What follows belongs to an exercise in optimizing a design on an open flow for small area, a short achievable clock period and few clock cycles per item; a production flow would make more cautious choices.
In this exercise RTL edits were held to simulation tests only and were not proved equivalent to the original.
No activity file was given, so power comes from the tool's default toggle rates.

==> flow/design.v <==
module friction_interp (
    input  wire        clk,
    input  wire        rst,
    input  wire        start,
    input  wire [31:0] p,
    input  wire [31:0] pos_min,
    input  wire [31:0] span,
    input  wire        rotary,
    output wire        busy,
    output reg         done,
    output wire [31:0] term,
    output wire        mem_req,
    output wire [7:0]  mem_addr,
    input  wire [31:0] mem_rdata
);
    reg         idle, sub, lin, run;
    reg  [5:0]  cnt;           
    reg         divq;          
    reg         modq;          
    reg         alnq;          
    reg         firstq;        
    reg         hornq;         
    reg         qshq;          
    reg         idxq;          
    reg         selq;          
    reg  [31:0] s_reg;         
    reg         rot;
    reg         sgn;           
    reg         big;           
    reg         ovf;           
    reg  [31:0] rem;           
    reg  [31:0] a;             
    reg  [31:0] m;             
    reg  [47:0] acc;
    reg  [7:0]  addr;
    reg         qd;            
    reg         busy_r;
    assign busy     = busy_r;
    assign mem_req  = run;
    assign mem_addr = addr;
    assign term     = acc[47:16];
    wire        addm  = rem[31];                   
    wire [31:0] x1    = {rem[30:0], a[31]};
    wire [31:0] x2    = s_reg ^ {32{!addm}};
    wire        lo_z  = (x1[7:0] == 8'd0);
    wire        cin   = lin ? lo_z : !addm;
    wire [33:0] y_c   = {1'b0, x1, 1'b1} + {1'b0, x2, cin};
    wire [32:0] y     = y_c[33:1];
    wire        r_neg = x1[31] ^ x2[31] ^ y[32];    
    wire        ge    = !y[31];
    wire        qbit  = ge;
    wire [7:0]  neg_lo = ~x1[7:0] + 8'd1;
    reg  [31:0] s_top;         
    integer k;
    always @(*) begin
        s_top[31] = s_reg[31];
        for (k = 30; k >= 0; k = k - 1) s_top[k] = s_top[k+1] | s_reg[k];
    end
    wire [30:0] r_diff = rem[30:0] ^ {31{sgn}};      
    wire        wide   = |(r_diff & ~s_top[31:1]);
    wire        shr    = alnq & wide;
    wire [32:0] lo    = {1'b0, acc[30:0], a[23]} + {1'b0, m};
    wire [15:0] u2    = acc[46:31];
    wire [15:0] u2p   = u2 + 16'd1;
    wire [15:0] u2m   = u2 - 16'd1;
    wire [15:0] hi    = (lo[32] & !m[31]) ? u2p : (!lo[32] & m[31]) ? u2m : u2;
    wire [7:0]  idx   = a[7:0];
    wire [7:0]  inc   = idx + 8'd1;
    wire [7:0]  nxt   = (!rot && idx == 8'd255) ? 8'd255 : inc;
    wire [5:0]  cnt_d = cnt - 6'd1;
    wire [5:0]  cnt_n = shr ? cnt + 6'd1 : cnt_d;
    always @(posedge clk) begin
        if (rst) begin
            idle <= 1'b1;
            sub  <= 1'b0;
            lin  <= 1'b0;
            run  <= 1'b0;
            done <= 1'b0;
            divq <= 1'b0;
            busy_r <= 1'b0;
        end else begin
            done <= 1'b0;
            if (idle) begin
                if (start) begin
                    idle <= 1'b0;
                    sub  <= 1'b1;
                    busy_r <= 1'b1;
                end
            end
            if (sub) begin
                sub  <= 1'b0;
                lin  <= !rot;
                run  <= rot;
                divq <= rot;
            end
            if (lin) begin
                lin  <= 1'b0;
                run  <= 1'b1;
                divq <= 1'b1;
            end
            if (run) begin
                divq <= (cnt_d >= 6'd5);
                if (cnt == 6'd1) begin
                    run  <= 1'b0;
                    idle <= 1'b1;
                    done <= 1'b1;
                    busy_r <= 1'b0;
                end
            end
        end
    end
    always @(posedge clk) begin
        if (sub) cnt <= 6'd29;
        else if (run) cnt <= cnt_n;
        alnq   <= sub ? rot : (run & alnq & wide);
        modq   <= sub ? rot : (run & rot & ((cnt_d >= 6'd29) | shr));
        qshq   <= sub | lin | (run & (cnt_d >= 6'd21));
        idxq   <= run & (cnt_d == 6'd20);
        selq   <= run & (cnt_d <= 6'd19) & (cnt_d >= 6'd4);
        firstq <= run & (cnt_d == 6'd17);
        hornq  <= run & (cnt_d <= 6'd16) & (cnt_d >= 6'd1);
    end
    always @(posedge clk) begin
        if (idle) begin
            s_reg <= pos_min;
            m     <= span;
            rot   <= rotary;
            a[31] <= p[0];
        end
        if (sub) begin
            sgn   <= r_neg;
            big   <= y[31] & !r_neg;
            ovf   <= 1'b0;
            a     <= {y[0], 31'd0};
            s_reg <= rot ? {1'b0, m[30:0]} : {8'd0, y[31:8]};
        end
        if (lin) begin
            a     <= sgn ? 32'd0 : {y[0], neg_lo, 23'd0};
            s_reg <= {1'b0, m[30:0]};
            ovf   <= big;
        end
        if (idle)
            rem <= {1'b0, p[31:1]};
        else if (sub)
            rem <= {r_neg, y[31:1]};
        else if (lin)
            rem <= sgn ? 32'd0 : {1'b0, y[31:1]};
        else if (shr)
            rem <= {rem[31], rem[31:1]};
        else
            rem <= y[31:0];
        if (shr) begin
            a     <= {rem[0], a[31:1]};
        end else if (divq) begin
            if (qshq) a <= {a[30:0], modq ? 1'b0 : (qbit | ovf)};
            if (!rot && cnt == 6'd29) ovf <= ovf | ge;
        end
        if (run) m <= mem_rdata;
        qd <= qbit;
        if (idxq)
            addr <= idx;
        else if (selq)
            addr <= qd ? nxt : idx;
        acc <= firstq ? {{16{m[31]}}, m[31:16]} : {hi, lo[31:0]};
        if (firstq)
            a[23:8] <= m[15:0];
        else if (hornq)
            a[23:8] <= {a[22:8], 1'b0};
    end
endmodule
export LEC_CHECK = 0
export CAP_MARGIN = 20
export CORE_MARGIN = 2
export CORE_UTILIZATION = 40
export SLEW_MARGIN = 20
create_clock -name core_clock -period 12.0 [get_ports {clk}]
standard.sh (not shown) runs the stock make flow with config.mk's settings and CLKGATE_MAP_FILE= SYNTH_SCRIPT=/design/flow/synth_recipe.tcl, a recipe that flattens the netlist after the stock synthesis.
==> flow/flow/run.sh <==
#!/bin/bash
set -euo pipefail
bash standard.sh SETUP_SLACK_MARGIN=8.6 finish > make_finish.log 2>&1
Testbench counts at the start, summed over its fixed seeds: cycles 129,069, lookups 4,096.
Then changed:
Settings changed: CTS_CLUSTER_DIAMETER set to 100, CTS_CLUSTER_SIZE set to 24.
Result: The new run passed the timing, DRC and antenna checks. Hold slack is about the same. Register-to-register slack improves by 30 ps. Sequential share of layout area grows by 0.52 points. Total power came out lower by 4.0%. Final area drops by 1.9%. Non-clock buffer count rises by 11.

## afterwards: timing with drivers on the ports
No port has a modelled driver above. Below, the same layouts with a new extraction and two added sets of constraints.
Step 1 (the two cells are an assumption about what drives the block):
set clk [get_ports {clk}]
set_driving_cell -lib_cell sky130_fd_sc_hd__clkbuf_16 $clk
set_driving_cell -lib_cell sky130_fd_sc_hd__buf_2 [delete_from_list [all_inputs] $clk]
Step 2, shift: input delay + t, output delay - t, t = (earliest + latest rising clock arrival at the registers) / 2. This alone moves slack from input paths to output paths.
a / b / c = no drivers / after step 1 / after step 2; a / b = the first two.
run	t (ns)	setup slack, ns	hold slack, ns	slew at the worst register clock pin (ns)	pins driven straight from the clock port
the first run	0.578	8.557 / 8.506 / 8.314	0.448 / 0.448 / 0.448	0.06 / 0.06	1
the second run	0.548	8.583 / 8.531 / 8.317	0.448 / 0.448 / 0.448	0.10 / 0.10	1
After both steps setup and hold are still met in every run listed. The setup slack of the second run, which loses most, moves by -0.052 ns with the drivers and by -0.266 ns with both steps.
